Background: an optimization exercise with open tools, aiming at small area, a short achievable clock period and few clock cycles per item. Do not read the settings as production practice.
No run shown here included a check of the RTL's function; only the layout flow was run.

==> flow/design.v (outline; a module is shown in full before it is edited, if it fits) <==
// module sr_mul1: 2665 lines
// module sr_mul2: 2461 lines
// module fp_narrow: 85 lines
// module sr_convert: 231 lines
module sr_convert (
    input  wire        clk,
    input  wire        rst,
    input  wire        in_valid,
    output wire        in_ready,
    input  wire [31:0] in_value,
    input  wire [1:0]  in_fmt,       
    input  wire        in_rnd,       
    input  wire        in_sat,
    input  wire [63:0] in_seed,
    input  wire [63:0] in_step,
    input  wire [31:0] in_tensor,
    input  wire [7:0]  in_tag,
    input  wire [47:0] in_coord,
    output reg         out_valid,
    input  wire        out_ready,
    output reg  [15:0] out_code,
    output reg  [2:0]  out_flags     
);
  // ...
==> flow/flow/run.sh <==
#!/bin/bash
# Layout flow: the standard flow (standard.sh) in two parts.
#  1. The standard synthesis, unchanged.
#  2. fa_invert.py: removes the inverters that Yosys's adder extraction leaves
#     around full adder cells, using FA(~a, ~b, ~c) = ~FA(a, b, c); registers
#     and all other cells stay as they are.
#  3. The rest of the standard flow, with timing repair asked to leave
#     SETUP_MARGIN ns (flow/setup_margin) of setup slack at the design's own
#     clock period, so that the layout is optimised for the period it reaches
#     rather than only for the period it is checked at. The constraints
#     (constraint.sdc) are not changed. Every port still gets a buffer, as
#     in the standard flow, but a plain buf_1 (which repair may resize) in
#     place of the delay cell the resizer picks by default.
# Each tool's full output stays in orfs/logs/; each step's output also goes to
# a log file of its own here.
set -euo pipefail
W=$(pwd)
MARGIN=$(cat flow/setup_margin)
RES="$W/orfs/results/$FLOW_PLATFORM/sr_convert/base"
bash standard.sh SETUP_SLACK_MARGIN="$MARGIN" "$RES/1_2_yosys.v" > synth.log 2>&1
cp "$RES/1_2_yosys.v" "$W/1_2_yosys_standard.v"
python3 flow/fa_invert.py "$RES/1_2_yosys.v" > fa_invert.log 2>&1
bash standard.sh SETUP_SLACK_MARGIN="$MARGIN" \
    "BUFFER_PORTS_ARGS=-buffer_cell sky130_fd_sc_hd__buf_1" finish > flow.log 2>&1
==> flow/flow/fa_invert.py <==
#!/usr/bin/env python3
"""Removes inverters around the full adder cells of a Yosys netlist.

A full adder commutes with complementing all of its inputs and outputs:
FA(~a, ~b, ~c) = (~sum, ~carry). Yosys's adder extraction leaves many full
adders with inverters on their inputs or outputs. For a full adder, this
takes the inverters' inputs instead of its inverted inputs (and an inverter
on each input that was not inverted), and the complemented outputs, which
then cancel the inverters that follow. A change is made only when it lowers
the count of inverters; the process repeats until no change does. Registers and every other cell are left as they are.

usage: fa_invert.py netlist.v [out.v]
"""
import re
import sys

OUT_PINS = {"X", "Y", "Q", "Q_N", "SUM", "COUT", "HI", "LO"}
INV_RE = re.compile(r"^sky130_fd_sc_hd__(inv|clkinv)_\d+$")
FA_RE = re.compile(r"^sky130_fd_sc_hd__fa_\d+$")
CELL_RE = re.compile(r"^  (sky130_fd_sc_hd__\w+) (\S+)\s+\(\n(.*?)\n  \);\n", re.S | re.M)
PIN_RE = re.compile(r"\.(\w+)\((.*)\)")


def main():
    src = open(sys.argv[1]).read()
    dst = sys.argv[2] if len(sys.argv) > 2 else sys.argv[1]
    m0 = CELL_RE.search(src)
    header = src[:m0.start()]
    end = src.rindex("endmodule")
    body = src[m0.start():end]
    footer = src[end:]

    cells = []
    pos = 0
    for m in CELL_RE.finditer(body):
        assert body[pos:m.start()].strip() == "", body[pos:m.start()][:200]
        pos = m.end()
        pins = []
        for line in m.group(3).split("\n"):
            pm = PIN_RE.search(line)
            pins.append([pm.group(1), pm.group(2).strip()])
        cells.append({"type": m.group(1), "name": m.group(2), "pins": pins, "dead": False})
    assert body[pos:].strip() == ""

    ports = set()
    for m in re.finditer(r"^\s*(input|output)\s+(\[(\d+):(\d+)\]\s+)?(\S+);", header, re.M):
        name = m.group(5)
        if m.group(2):
            hi, lo = int(m.group(3)), int(m.group(4))
            for i in range(min(hi, lo), max(hi, lo) + 1):
                ports.add("%s[%d]" % (name, i))
        else:
            ports.add(name)

    driver = {}
    loads = {}

    def add_pin(ci, pi):
        p, n = cells[ci]["pins"][pi]
        if p in OUT_PINS:
            driver[n] = (ci, pi)
        else:
            loads.setdefault(n, set()).add((ci, pi))

    def del_pin(ci, pi):
        p, n = cells[ci]["pins"][pi]
        if p in OUT_PINS:
            if driver.get(n) == (ci, pi):
                del driver[n]
        else:
            loads[n].discard((ci, pi))

    def set_net(ci, pi, net):
        del_pin(ci, pi)
        cells[ci]["pins"][pi][1] = net
        add_pin(ci, pi)

    for ci in range(len(cells)):
        for pi in range(len(cells[ci]["pins"])):
            add_pin(ci, pi)

    def pin_index(ci, pin):
        for pi, (p, _) in enumerate(cells[ci]["pins"]):
            if p == pin:
                return pi
        raise KeyError(pin)

    def is_inv(ci):
        return not cells[ci]["dead"] and INV_RE.match(cells[ci]["type"])

    def inv_in(ci):
        return cells[ci]["pins"][pin_index(ci, "A")][1]

    def inv_out(ci):
        return cells[ci]["pins"][pin_index(ci, "Y")][1]

    def inverted_source(net):
        """The net whose complement net is, when an inverter drives net."""
        d = driver.get(net)
        if d and is_inv(d[0]):
            return inv_in(d[0])
        return None

    def nloads(net):
        return len(loads.get(net, ())) + (1 if net in ports else 0)

    def existing_inverter(net):
        for (ci, pi) in loads.get(net, ()):
            if is_inv(ci) and cells[ci]["pins"][pi][0] == "A":
                return ci
        return None

    new_wires = []
    counter = [0]

    def new_net():
        counter[0] += 1
        n = "_fainv%d_" % counter[0]
        new_wires.append(n)
        return n

    def new_inverter(a, y):
        counter[0] += 1
        cells.append({"type": "sky130_fd_sc_hd__inv_1", "name": "_fainv_c%d_" % counter[0],
                      "pins": [["A", a], ["Y", y]], "dead": False})
        ci = len(cells) - 1
        add_pin(ci, 0)
        add_pin(ci, 1)
        return ci

    def kill(ci):
        for pi in range(len(cells[ci]["pins"])):
            del_pin(ci, pi)
        cells[ci]["dead"] = True

    def const(net):
        return "'" in net

    def gain(ci):
        ins = [cells[ci]["pins"][pin_index(ci, p)][1] for p in ("A", "B", "CIN")]
        if any(const(n) for n in ins):
            return None
        srcs = [inverted_source(n) for n in ins]
        removed = added = 0
        counted = set()
        for n, s in zip(ins, srcs):
            if s is not None:
                # this pin is the inverter's only load
                if nloads(n) == ins.count(n) and n not in counted:
                    removed += 1
                    counted.add(n)
            elif existing_inverter(n) is None:
                added += 1
        for p in ("SUM", "COUT"):
            o = cells[ci]["pins"][pin_index(ci, p)][1]
            rest = 1 if o in ports else 0
            for (lc, lp) in loads.get(o, ()):
                if is_inv(lc) and inv_out(lc) not in ports:
                    removed += 1
                else:
                    rest += 1
            if rest:
                added += 1
        return removed - added

    def apply(ci):
        for p in ("A", "B", "CIN"):
            pi = pin_index(ci, p)
            n = cells[ci]["pins"][pi][1]
            s = inverted_source(n)
            if s is not None:
                d = driver[n][0]
                set_net(ci, pi, s)
                if nloads(n) == 0:
                    kill(d)
            else:
                e = existing_inverter(n)
                if e is None:
                    w = new_net()
                    new_inverter(n, w)
                else:
                    w = inv_out(e)
                set_net(ci, pi, w)
        for p in ("SUM", "COUT"):
            pi = pin_index(ci, p)
            o = cells[ci]["pins"][pi][1]
            o2 = new_net()
            set_net(ci, pi, o2)
            for (lc, lp) in list(loads.get(o, ())):
                if is_inv(lc) and inv_out(lc) not in ports:
                    w = inv_out(lc)
                    for (wc, wp) in list(loads.get(w, ())):
                        set_net(wc, wp, o2)
                    kill(lc)
            if nloads(o):
                new_inverter(o2, o)

    ninv0 = sum(1 for c in range(len(cells)) if is_inv(c))
    fas = [ci for ci in range(len(cells)) if FA_RE.match(cells[ci]["type"])]
    changed = True
    rounds = 0
    while changed and rounds < 50:
        changed = False
        rounds += 1
        for ci in fas:
            g = gain(ci)
            if g is not None and g > 0:
                apply(ci)
                changed = True
    ninv1 = sum(1 for c in range(len(cells)) if is_inv(c))

    out = [header.rstrip("\n") + "\n"]
    for w in new_wires:
        out.append("  wire %s;\n" % w)
    for c in cells:
        if c["dead"]:
            continue
        out.append("  %s %s (\n" % (c["type"], c["name"]))
        out.append(",\n".join("    .%s(%s)" % (p, n + " " if n.startswith("\\") else n)
                               for p, n in c["pins"]))
        out.append("\n  );\n")
    out.append(footer)
    open(dst, "w").write("".join(out))
    print("fa_invert: inverters %d -> %d in %d rounds" % (ninv0, ninv1, rounds))


if __name__ == "__main__":
    main()
==> flow/flow/setup_margin <==
17
==> flow/standard.sh <==
#!/bin/bash
# synth_recipe.tcl (not shown) runs the flow's synth.tcl, then flattens the netlist and writes it again
# the make line also repeats each setting of config.mk as NAME=value (left out here)
make -C /OpenROAD-flow-scripts/flow DESIGN_CONFIG=/design/flow/config.mk WORK_HOME=/design/flow/orfs CLKGATE_MAP_FILE= SYNTH_SCRIPT=/design/flow/synth_recipe.tcl "${@:-finish}"
==> flow/config.mk <==
export PLATFORM = sky130hd
export DESIGN_NAME = sr_convert
export DESIGN_NICKNAME = sr_convert
export VERILOG_FILES = /design/flow/design.v
export SDC_FILE = /design/flow/constraint.sdc
export NUM_CORES = 4
export LEC_CHECK = 0
export CAP_MARGIN = 20
export CORE_MARGIN = 2
export CORE_UTILIZATION = 55
export CTS_CLUSTER_DIAMETER = 100
export CTS_CLUSTER_SIZE = 20
export SLEW_MARGIN = 20
==> flow/constraint.sdc <==
create_clock -name core_clock -period 25.0 [get_ports {clk}]
set_input_delay 5.0000 -clock core_clock [delete_from_list [all_inputs] [get_ports {clk}]]
set_output_delay 5.0000 -clock core_clock [all_outputs]
set_load 0.01 [all_outputs]
==> results.cfg, run 1 <==
[worst_setup_path]
crit_arrival_ns = 8.39
critical_path.max_fanout = 6
cp_num_cells = 18
cpPeakStageDelay_ns = 0.36

[sta]
fin_skew_ns = 0.0564
post-route-period-util_pct = 31.8
fmax_mhz = 126
finalCriticalPeriod_ns = 7.95
postLayoutSetupSlackWorst_ns = 17.05
max_slew_margin_pct = 19.1

[cts]
clock-sinks = 631
cts-root-buf = clkbuf_16
cts_tree = done

[global_routing]
grt_max_degree = 75
gr-usage-met1_pct = 54.0
overflow = 0

[floorplan]
taps = 1488

[cells_and_area]
buffers = 598
antenna_cells = 3
areaGrowthSynthToFinish_pct = 13.2
clock_area_share_pct = 2.01
multi_input_area_sq_um = 42600

[yosys]
syn_inst = 4972

[routing]
drt-vias-per-instance = 6.08
dr_wl_met3_microns = 27800
top_layer_used = met5

[worst_hold_path]
min-delay-start = r1_value[1]$_DFF_P_
hold_depth = 0

[placed_design]
gp_congestion = 1.00

[outcome]
status = timing/DRC/antenna clean
==> run 2: changes to the inputs <==
==> flow/flow/setup_margin (replaced) <==
18
==> results.cfg, run 2 <==
[yosys]
syn_nets = 6594
yosysWarningCount = 2
syn_avg_cell_area_sq_um = 12.3
syn_inst = 4972
syn-cell-area_sq_um = 61000

[routing]
drt_iter0_drc = 5571
ant_nets = 0
wirelength_microns = 244000
drt-vias-per-instance = 6.12
num_vias = 46289
drt_pre_antenna_iters = 6
wl_per_cell_microns = 32.2
drcViolationCount = 0

[worst_setup_path]
critical_path.max_fanout = 6
required_ns = 25.43
crit_arrival_ns = 8.27
crit_path_start_kind = primary input
critical_path_class = in2reg
cp-end-kind = flop

[floorplan]
start_util_pct = 55.2
io_pins = 277
core_sq_um = 110000
die_area_sq_um = 114000
die_x_microns = 337
die_h_microns = 337
rows = 122

[cts]
cts_tree = done
hold_buffers = 0
cts-root-buf = clkbuf_16
clock-sinks = 631
clockBufferDepth = 3
clk_pin_slew_worst_paths_ns = 0.09
insertion_delay_ns = 0.67
cts_made_buffers = 41
htreeDepth = 2

[cells_and_area]
register_area_sq_um = 16900
nets = 7653
areaGrowthSynthToFinish_pct = 28.5
multi_input_area_sq_um = 46200
drive_above_1_share_pct = 29.7
final_common_cell = fa_1
final_cell_mix = fa_1, buf_4, inv_1
nFillCells = 7808

[sta]
post-route-period-util_pct = 31.4
setup_viol = 0
rsz0062_at_grt = yes
max_slew_margin_pct = 22.4
holdWs_ns = 0.328
tns_ns = 0
fmax_mhz = 128
finalCriticalPeriod_ns = 7.84
slew_violations = 0
fin_skew_ns = 0.0477
finalHoldViolCount = 0
worst_slew_pin_slew_ns = 1.16

[global_routing]
grt_pass1_wl_microns = 338000
grt_pass1_vias = 47344
grt_max_degree = 72
grt.total_usage_pct = 43.0
antenna_found_initial = 10
overflow = 0

[outcome]
status = timing/DRC/antenna clean

[run]
drv_cap = 0

[placed_design]
hpwl_microns = 175000
io_buffers = 276
gp_congestion = 1.02

[worst_hold_path]
hold_path.class = reg2reg
run 2: cell types whose count changed in the layout (fill, tap and decap cells not counted), moves of 45 or more:
cell | before | now
nand2_1 | 270 | 223
buf_12 | 18 | 107
buf_6 | 32 | 87
o21ai_2 | 3 | 48
fa_1 | 1213 | 1075
o21ai_0 | 117 | 54
buf_4 | 262 | 615
inv_1 | 553 | 503
fa_2 | 8 | 146
run 2: per-stage QoR:
stage | setup WS [ns] | instances | utilization, % | cell area (sq um)
CTS | 17.26 | 7272 | 67.1 | 74000
detailed placement | 14.77 | 6759 | 59.2 | 65400
floorplan | 17.23 | 4972 | - | 61900
finish | 17.16 | 7569 | 71.0 | 78400
global placement | 14.96 | 6758 | 59.2 | 65300
global route | 17.04 | 7564 | 71.0 | 78300
run 2: worst paths after layout:
kind,from,to,slack (ns),cells after the start
min,r1_value[25]$_DFF_P_,r2_value[25]$_DFF_P_,0.33,0
min reg2reg,r1_value[25]$_DFF_P_,r2_value[25]$_DFF_P_,0.33,0
max reg2reg,r1_b[58]$_DFF_P_,h3a[1]$_DFFE_PP_,17.60,27
max,in_tensor[24],h3a[18]$_DFFE_PP_,17.16,18
run 2: area by class of cell:
class | instances | share of cell area, %
Antenna cell | 17 | 0.0543
Clock buffer | 63 | 1.41
Clock inverter | 13 | 0.257
Inverter | 591 | 3.15
Multi-Input combinational cell | 3649 | 59.0
Sequential cell | 631 | 21.6
Tap cell | 1488 | 2.38
Timing Repair Buffer | 1117 | 12.1
run 2: worst max-delay path: stages:
cell      delay (ns)
buf_1           0.11
xor2_2          0.20
nor4_4          0.28
nand4_1         0.21
nor4_4          0.23
buf_4           0.19
o31ai_4         0.08
and3b_2         0.26
a21oi_4         0.17
nor2_4          0.08
buf_6           0.14
nor2_4          0.13
buf_4           0.14
buf_12          0.13
nand3_2         0.28
a211oi_1        0.36
a21oi_1         0.09
xnor2_1         0.16
run 2: layer usage:
metal	vias to the layer above	track usage (%)	wire, microns
met5	-	0.340	39
met4	2	22.7	16800
met3	874	16.2	33500
met2	3322	62.2	105000
met1	23568	56.4	88500
li1	18523	-	-
run 2: what timing repair did:
action,in CTS,in global routing
setup buffers,412,274
endpoints found under the hold margin,0,0
gates resized for setup,805,454
gates cloned,25,6
pin swaps,174,290
endpoints found under the setup margin,321,261
==> module sr_convert, before the edit <==
module sr_convert (
    input  wire        clk,
    input  wire        rst,
    input  wire        in_valid,
    output wire        in_ready,
    input  wire [31:0] in_value,
    input  wire [1:0]  in_fmt,       
    input  wire        in_rnd,       
    input  wire        in_sat,
    input  wire [63:0] in_seed,
    input  wire [63:0] in_step,
    input  wire [31:0] in_tensor,
    input  wire [7:0]  in_tag,
    input  wire [47:0] in_coord,
    output reg         out_valid,
    input  wire        out_ready,
    output reg  [15:0] out_code,
    output reg  [2:0]  out_flags     
);
    localparam [63:0] GOLDEN = 64'h9E3779B97F4A7C15;
    localparam [3:0] M_F  = 4'd0;    
    localparam [3:0] M_R1 = 4'd1;    
    localparam [3:0] M_W1 = 4'd2;
    localparam [3:0] M_P2 = 4'd3;
    localparam [3:0] M_R2 = 4'd4;    
    localparam [3:0] M_W2 = 4'd5;
    localparam [3:0] M_P3 = 4'd6;
    localparam [3:0] M_R3 = 4'd7;    
    localparam [3:0] M_W3 = 4'd8;
    localparam [1:0] T_NONE = 2'd0;
    localparam [1:0] T_ITEM = 2'd1;
    localparam [1:0] T_H2   = 2'd2;
    localparam [1:0] T_H3   = 2'd3;
    function [63:0] xs30(input [63:0] v);
        xs30 = v ^ (v >> 30);
    endfunction
    reg [63:0] k_seed, k_step;
    reg [39:0] k_tt;                 
    reg [63:0] h2, h3a;
    reg        v2, v3;               
    reg        r0_valid;
    reg [31:0] r0_value;
    reg [1:0]  r0_fmt;
    reg        r0_rnd, r0_sat;
    reg [47:0] r0_acoord;            
    reg        r0_eq2, r0_eq3;       
    reg        r0_fix;               
    reg        rdy;
    reg [3:0]  mode;
    reg        sel_f;
    reg [1:0]  r1_tag;
    reg [63:0] r1_b;
    reg [31:0] r1_value;
    reg [1:0]  r1_fmt;
    reg        r1_rnd, r1_sat;
    reg        r2_item;
    reg [15:0] r2_r;
    reg [31:0] r2_value;
    reg [1:0]  r2_fmt;
    reg        r2_rnd, r2_sat;
    reg [18:0] ob0, ob1, ob2;        
    reg [1:0]  ocnt, ord, owr;
    assign in_ready = rdy;
    wire V2 = r0_fix | (v2 & r0_eq2);
    wire V3 = r0_fix | (v3 & r0_eq3);
    wire miss = r0_rnd & ~V3;
    wire r1_item = (r1_tag == T_ITEM);
    wire [2:0] occ = {2'b00, out_valid} + {1'b0, ocnt};
    wire space_ok = (occ + {2'b00, r1_item} + {2'b00, r2_item}) <= 3'd3;
    wire leave = r0_valid & (mode == M_F) & space_ok & ~miss;
    wire eq2_in = (in_seed == k_seed) & (in_step == k_step);
    wire eq3_in = eq2_in & ({in_tensor, in_tag} == k_tt);
    wire V3_cap  = V3 & eq3_in;
    wire miss_tt = rdy & in_valid & in_rnd & V2 & ({in_tensor, in_tag} != k_tt);
    reg [3:0] mode_n;
    reg       r3_chk;            
    always @* begin
        case (mode)
            M_F:     mode_n = miss_tt ? M_R3 :
                              (r0_valid & miss) ? (V2 ? M_R3 : M_R1) : M_F;
            M_R1:    mode_n = M_W1;
            M_W1:    mode_n = M_P2;
            M_P2:    mode_n = M_R2;
            M_R2:    mode_n = M_W2;
            M_W2:    mode_n = M_P3;
            M_P3:    mode_n = M_R3;
            M_R3:    mode_n = (r3_chk & ~V2) ? M_R1 : M_W3;
            default: mode_n = M_F;
        endcase
        if (rst) mode_n = M_F;
    end
    wire r0_valid_n = ~rst & (rdy ? in_valid : r0_valid);
    wire r0_rnd_n   = rdy ? in_rnd : r0_rnd;
    wire V3_n       = ~rst & (rdy ? V3_cap : ((mode == M_W3) | V3));
    wire r1_item_n  = (mode == M_F) & leave;
    wire ld  = ~out_valid | out_ready;
    wire deq = out_valid & out_ready;
    wire [2:0] occ_n = occ - {2'b00, deq} + {2'b00, r2_item};
    wire space_n = (occ_n + {2'b00, r1_item_n} + {2'b00, r1_item}) <= 3'd3;
    wire rdy_n = ~r0_valid_n | ((mode_n == M_F) & space_n & ~(r0_rnd_n & ~V3_n));
    always @(posedge clk) begin
        rdy <= rdy_n;
        if (rdy) begin
            k_seed    <= in_seed;
            k_step    <= in_step;
            k_tt      <= {in_tensor, in_tag};
            r0_value  <= in_value;
            r0_fmt    <= in_fmt;
            r0_rnd    <= in_rnd;
            r0_sat    <= in_sat;
            r0_acoord <= in_coord ^ (in_coord >> 30);
            r0_eq2    <= eq2_in;
            r0_eq3    <= eq3_in;
        end
        if (rst) begin
            r0_valid <= 1'b0;
            r0_fix   <= 1'b0;
            v2       <= 1'b0;
            v3       <= 1'b0;
        end else if (rdy) begin
            r0_valid <= in_valid;
            r0_fix   <= 1'b0;
            v2       <= V2;
            v3       <= V3;
        end else if (mode == M_W3) begin
            r0_fix   <= 1'b1;
            v2       <= 1'b1;
            v3       <= 1'b1;
        end
    end
    always @(posedge clk) begin
        mode   <= mode_n;
        sel_f  <= (mode_n == M_F);
        r3_chk <= (mode == M_F);
    end
    wire [63:0] a  = h3a ^ {16'd0, r0_acoord & {48{sel_f}}};
    wire [63:0] na = ~a;
    wire [63:0] b;
    sr_mul1 u_mul1 (.a(a), .na(na), .p(b));
    always @(posedge clk) begin
        if (rst)
            r1_tag <= T_NONE;
        else
            case (mode)
                M_F:        r1_tag <= leave ? T_ITEM : T_NONE;
                M_R1, M_R2: r1_tag <= T_H2;
                M_R3:       r1_tag <= (r3_chk & ~V2) ? T_NONE : T_H3;
                default:    r1_tag <= T_NONE;
            endcase
        r1_b     <= b;
        r1_value <= r0_value;
        r1_fmt   <= r0_fmt;
        r1_rnd   <= r0_rnd;
        r1_sat   <= r0_sat;
    end
    wire [63:0] c  = r1_b ^ (r1_b >> 27);
    wire [63:0] nc = ~(r1_b ^ (r1_b >> 27));
    wire [63:0] d;
    sr_mul2 u_mul2 (.a(c), .na(nc), .p(d));
    wire [63:0] y = d ^ (d >> 31);
    reg [63:0] hnext;
    always @* begin
        if (r1_tag == T_H3)
            hnext = y;
        else if (mode_n == M_R1)
            hnext = k_seed ^ GOLDEN;
        else if (mode_n == M_R2)
            hnext = h2 ^ k_step;
        else
            hnext = h2 ^ {(rdy ? {in_tensor, in_tag} : k_tt), 24'd0};
    end
    always @(posedge clk) begin
        if (r1_tag == T_H2) h2  <= y;
        if (r1_tag == T_H3 || mode_n == M_R1 || mode_n == M_R2 || mode_n == M_R3)
            h3a <= xs30(hnext);
        r2_item <= ~rst & r1_item;
        r2_r     <= y[15:0];
        r2_value <= r1_value;
        r2_fmt   <= r1_fmt;
        r2_rnd   <= r1_rnd;
        r2_sat   <= r1_sat;
    end
    wire [18:0] cv_lo, cv_hi;
    wire [15:0] cv_frac;
    fp_narrow u_conv (
        .x(r2_value), .fmt(r2_fmt), .rnd(r2_rnd), .sat(r2_sat),
        .lo(cv_lo), .hi(cv_hi), .frac(cv_frac));
    wire [16:0] srsum = {1'b0, r2_r} + {1'b0, cv_frac};
    wire [18:0] res   = srsum[16] ? cv_hi : cv_lo;
    reg [18:0] obr;
    always @* begin
        case (ord)
            2'd0:    obr = ob0;
            2'd1:    obr = ob1;
            default: obr = ob2;
        endcase
    end
    wire [1:0] ord_inc = (ord == 2'd2) ? 2'd0 : ord + 2'd1;
    wire [1:0] owr_inc = (owr == 2'd2) ? 2'd0 : owr + 2'd1;
    always @(posedge clk) begin
        if (r2_item) begin
            if (owr == 2'd0) ob0 <= res;
            if (owr == 2'd1) ob1 <= res;
            if (owr == 2'd2) ob2 <= res;
        end
        if (ld) begin
            if (ocnt != 2'd0)
                {out_flags, out_code} <= obr;
            else
                {out_flags, out_code} <= res;
        end
        if (rst) begin
            out_valid <= 1'b0;
            ocnt      <= 2'd0;
            ord       <= 2'd0;
            owr       <= 2'd0;
        end else if (ld) begin
            if (ocnt != 2'd0) begin
                out_valid <= 1'b1;
                ord       <= ord_inc;
                if (r2_item) owr  <= owr_inc;
                else         ocnt <= ocnt - 2'd1;
            end else begin
                out_valid <= r2_item;
            end
        end else if (r2_item) begin
            owr  <= owr_inc;
            ocnt <= ocnt + 2'd1;
        end
    end
endmodule
==> run 3: changes to the inputs <==
--- a/flow/design.v
+++ b/flow/design.v
@@ -5248,6 +5248,7 @@
     reg [63:0] k_seed, k_step;
     reg [39:0] k_tt;                 
     reg [63:0] h2, h3a;
+    reg [63:0] pa;
     reg        v2, v3;               
     reg        r0_valid;
     reg [31:0] r0_value;
@@ -5344,7 +5345,7 @@
         sel_f  <= (mode_n == M_F);
         r3_chk <= (mode == M_F);
     end
-    wire [63:0] a  = h3a ^ {16'd0, r0_acoord & {48{sel_f}}};
+    wire [63:0] a  = sel_f ? (h3a ^ {16'd0, r0_acoord}) : pa;
     wire [63:0] na = ~a;
     wire [63:0] b;
     sr_mul1 u_mul1 (.a(a), .na(na), .p(b));
@@ -5369,21 +5370,21 @@
     wire [63:0] d;
     sr_mul2 u_mul2 (.a(c), .na(nc), .p(d));
     wire [63:0] y = d ^ (d >> 31);
-    reg [63:0] hnext;
+    reg [63:0] pnext;
     always @* begin
-        if (r1_tag == T_H3)
-            hnext = y;
+        if (rdy)
+            pnext = h2 ^ {in_tensor, in_tag, 24'd0};
         else if (mode_n == M_R1)
-            hnext = k_seed ^ GOLDEN;
+            pnext = k_seed ^ GOLDEN;
         else if (mode_n == M_R2)
-            hnext = h2 ^ k_step;
+            pnext = h2 ^ k_step;
         else
-            hnext = h2 ^ {(rdy ? {in_tensor, in_tag} : k_tt), 24'd0};
+            pnext = h2 ^ {k_tt, 24'd0};
     end
     always @(posedge clk) begin
         if (r1_tag == T_H2) h2  <= y;
-        if (r1_tag == T_H3 || mode_n == M_R1 || mode_n == M_R2 || mode_n == M_R3)
-            h3a <= xs30(hnext);
+        if (r1_tag == T_H3) h3a <= xs30(y);
+        pa <= xs30(pnext);
         r2_item <= ~rst & r1_item;
         r2_r     <= y[15:0];
         r2_value <= r1_value;
==> results.cfg, run 3 <==
[global_routing]
top_usage_layer = met2
grt_max_degree = 149
antenna_found_initial = 13
overflow = 0
met2_usage_pct = 63.4
grt.total_usage_pct = 43.5
grt_pass1_vias = 48677
gr-usage-met1_pct = 57.1
grt_util_met3_pct = 12.6
grt_pass1_wl_microns = 356000

[routing]
drcViolationCount = 0
num_vias = 47052
ant_nets = 0
drt_pre_antenna_iters = 8
wl_per_cell_microns = 33.4
wirelength_microns = 254000
drt-vias-per-instance = 6.19
drt_iter0_drc = 5620

[sta]
worst_slew_pin_slew_ns = 0.994
rsz0062_at_grt = yes
slew_violations = 0
post-route-period-util_pct = 31.4
fin_skew_ns = 0.0409
tns_ns = 0
setup_viol = 0
max_slew_margin_pct = 33.2
finalHoldViolCount = 0
fmax_mhz = 127
finalCriticalPeriod_ns = 7.86

[worst_setup_path]
path_cells = buf_12 -> xor2_4 -> nor4_4 -> nand4_1 -> nor4_4 -> o31ai_2 -> and3b_2 -> nor2_4 -> a31oi_4 -> nor2_4 -> buf_12 -> buf_8 -> buf_16 -> mux2i_2 -> xnor2_1 -> a211oi_1 -> a21oi_1 -> xnor2_1
crit_buf_inv = 4
worst_path_max_delay_cell = nor4_4
cpPeakStageDelay_ns = 0.41
crit_arrival_ns = 8.44
cp-end-kind = flop
critical_path_class = in2reg
critical_path.max_fanout = 6
cp_top_family = simple AND/OR/NAND/NOR gates
required_ns = 25.58
crit_path_start_kind = primary input

[worst_hold_path]
hold_path.class = reg2reg

[cts]
cts-root-buf = clkbuf_16
htreeDepth = 2
insertion_delay_ns = 0.68
clk_pin_slew_worst_paths_ns = 0.09
cts_tree = done
cts_made_buffers = 41
clock-sinks = 695
clockBufferDepth = 3

[floorplan]
io_pins = 277
die_x_microns = 344
rows = 124
start_util_pct = 55.5
die_area_sq_um = 118000
core_sq_um = 114000
die_h_microns = 344

[yosys]
syn-cell-area_sq_um = 63400
syn_avg_cell_area_sq_um = 12.4
syn_nets = 6730
yosysWarningCount = 2
syn_inst = 5108

[cells_and_area]
drive_above_1_share_pct = 26.9
final_cell_mix = fa_1, buf_4, inv_1
nFillCells = 8185
nets = 7668
final_cells = 7600
areaGrowthSynthToFinish_pct = 25.4
final_design_area_no_fill_sq_um = 79500
final_util_pct = 69.5
multi_input_area_sq_um = 46600
register_area_sq_um = 18700
final_common_cell = fa_1

[placed_design]
io_buffers = 276
place_inst = 6888
hpwl_microns = 186000
placed_area_sq_um = 68000
gp_congestion = 1.05

[run]
drv_cap = 0

[outcome]
status = timing/DRC/antenna clean
## run 3: stage by stage
stage               worst slack [ns]  hold slack, ns
global placement               14.97           0.310
CTS                            17.22           0.306
floorplan                      17.32           0.310
finish                         17.14           0.318
global route                   17.08           0.317
detailed placement             14.97           0.312
## run 3: final cells by class
| class | count | share of cell area (%) |
|---|---|---|
| antenna | 9 | 0.0283 |
| clock buffer | 69 | 1.45 |
| clock inverter | 7 | 0.124 |
| inverter | 576 | 3.06 |
| multi-input combinational | 3714 | 58.6 |
| sequential | 695 | 23.5 |
| tap | 1512 | 2.38 |
| timing repair buffer | 1018 | 10.8 |
## run 3: what timing repair did
action	in CTS	in global routing
cloned	24	4
hold buffers	0	0
buffers inserted	461	138
pin swaps	222	220
setup endpoints to repair	328	214
resized for setup	747	337
## run 3: final timing paths
| kind | start | end | cells past startpoint | slack (ns) |
|---|---|---|---|---|
| max | in_tensor[4] | pa[0]$_DFF_P_ | 18 | 17.14 |
| min | r1_value[13]$_DFF_P_ | r2_value[13]$_DFF_P_ | 0 | 0.32 |
| max reg2reg | sel_f$_DFF_P_ | r1_b[63]$_DFF_P_ | 29 | 17.44 |
| min reg2reg | r1_value[13]$_DFF_P_ | r2_value[13]$_DFF_P_ | 0 | 0.32 |
## run 3: routing by layer
layer / routed length [microns] / part of all wire, %
met5: 106 / 0.042
met1: 91600 / 36
met4: 22600 / 8.9
met2: 109000 / 43
met3: 30800 / 12
==> run 4: changes to the inputs <==
==> flow/flow/setup_margin (replaced) <==
17
==> results.cfg, run 4 <==
[worst_setup_path]
path_cells = buf_1 -> xor2_1 -> nor4_1 -> nand4_1 -> nor4_1 -> nand3_1 -> nor4_2 -> and2_1 -> a21oi_1 -> o21ai_0 -> nand3_1 -> nand2_1
cpPeakStageDelay_ns = 0.73
crit_buf_inv = 1
cp_num_cells = 12
cp_top_family = simple AND/OR/NAND/NOR gates
reg2reg_depth = 28
crit_arrival_ns = 8.57
cp-end-kind = flop
worst_path_max_delay_cell = nor4_1
required_ns = 25.58
critical_path.max_fanout = 2
crit_path_start_kind = primary input
critical_path_class = in2reg

[sta]
max_slew_margin_pct = 27.2
tns_ns = 0
slew_violations = 0
setup_viol = 0
fin_skew_ns = 0.0726
fmax_mhz = 125
post-route-period-util_pct = 32.0
finalCriticalPeriod_ns = 7.99
finalHoldViolCount = 0
worst_slew_pin_slew_ns = 1.08
rsz0062_at_grt = yes

[routing]
drt_iter0_drc = 5657
wirelength_microns = 235000
num_vias = 44370
drcViolationCount = 0
ant_nets = 0
drt_pre_antenna_iters = 6
wl_per_cell_microns = 32.6
drt-vias-per-instance = 6.15

[cells_and_area]
drive_above_1_share_pct = 13.3
final_cells = 7211
final_cell_mix = fa_1, inv_1, edfxtp_1
final_common_cell = fa_1
nFillCells = 9205
nets = 7280
areaGrowthSynthToFinish_pct = 13.4

[cts]
cts_tree = done
clockBufferDepth = 3
cts-root-buf = clkbuf_16
hold_buffers = 0
cts_made_buffers = 43
insertion_delay_ns = 0.69
clock-sinks = 695
htreeDepth = 2
clk_pin_slew_worst_paths_ns = 0.09

[floorplan]
core_sq_um = 114000
start_util_pct = 55.5
io_pins = 277
die_h_microns = 344
die_area_sq_um = 118000
die_x_microns = 344
rows = 124

[global_routing]
grt_pass1_wl_microns = 332000
overflow = 0
grt_max_degree = 78
grt.total_usage_pct = 40.4
grt_pass1_vias = 45546
antenna_found_initial = 5

[outcome]
status = timing/DRC/antenna clean

[placed_design]
place_inst = 6918
hpwl_microns = 184000
io_buffers = 276
gp_congestion = 1.03

[yosys]
syn_nets = 6730
yosysWarningCount = 2
syn-cell-area_sq_um = 63400
syn_avg_cell_area_sq_um = 12.4
syn_inst = 5108

[worst_hold_path]
hold_path.class = reg2reg
hold_depth = 0

[run]
drv_cap = 0
run 4: what timing repair did:
action / 4_1_cts / 5_1_grt
endpoints found under the setup margin: 236 / 188
setup buffers: 114 / 84
pin swaps: 23 / 44
gates cloned: 4 / 5
resized for setup: 200 / 167
run 4: cell type report:
type	instances	area, sq um	share of cell area, %
flip-flops and latches	695	18600	25.8
clock buffers	69	1180	1.65
well taps	1512	1890	2.63
multi-input cells	3714	43500	60.5
inverters	576	2330	3.24
clock inverters	11	158	0.219
repair buffers	628	4250	5.91
diodes	6	15.0	0.0209
run 4: per-layer routing:
metal | share of wire [%] | wire, microns | vias up | track usage [%]
met3 | 11 | 26600 | 663 | 10.8
met1 | 38 | 88200 | 22814 | 54.3
met5 | 0.0055 | 13 | - | 0
li1 | - | - | 18022 | -
met2 | 44 | 104000 | 2869 | 60.8
met4 | 6.7 | 15700 | 2 | 21.1
run 4: through the flow:
step | setup slack, ns | utilization [%] | hold slack, ns | cell area [sq um]
after global placement | 14.82 | 58.9 | 0.310 | 67300
after global routing | 16.76 | 62.9 | 0.319 | 71900
final | 17.01 | 62.9 | 0.316 | 71900
after floorplan | 17.01 | - | 0.310 | 63700
after CTS | 16.84 | 61.7 | 0.313 | 70500
after detailed placement | 14.52 | 58.9 | 0.312 | 67300
run 4: path summary, 6_finish.rpt:
kind	slack, ns	endpoint	startpoint
worst min register to register	0.32	r2_value[8]$_DFF_P_	r1_value[8]$_DFF_P_
worst max register to register	17.06	r1_b[63]$_DFF_P_	sel_f$_DFF_P_
worst min-delay path	0.32	r2_value[8]$_DFF_P_	r1_value[8]$_DFF_P_
worst max-delay path	17.01	rdy$_DFF_P_	in_step[36]

-- separate check: timing with driven ports --
The results above use ideal ports. As a check the final layouts listed here were re-extracted and re-timed, cells and wires unchanged. Step 1 sets driving cells, clkbuf_16 on the clock port and buf_2 on the other inputs (assumed; they add their load-dependent delay and slew). Step 2, shift: input delay + t, output delay - t, t = (earliest + latest rising clock arrival at the registers) / 2. This alone moves slack from input paths to output paths. Slacks: ideal ports / drivers / drivers and shift; pairs: ideal ports / drivers.
run	t, ns	setup slack, ns	slew at the worst register clock pin (ns)
run 1	0.753	17.047 / 17.107 / 16.354	0.10 / 0.10
run 2	0.730	17.160 / 17.195 / 16.465	0.09 / 0.09
run 3	0.736	17.141 / 17.172 / 16.436	0.09 / 0.09
run 4	0.726	17.007 / 17.058 / 16.334	0.10 / 0.10
After both steps every run listed still meets setup and hold. The setup slack of run 3, which loses most, moves by +0.031 ns with the drivers and by -0.705 ns with both steps.
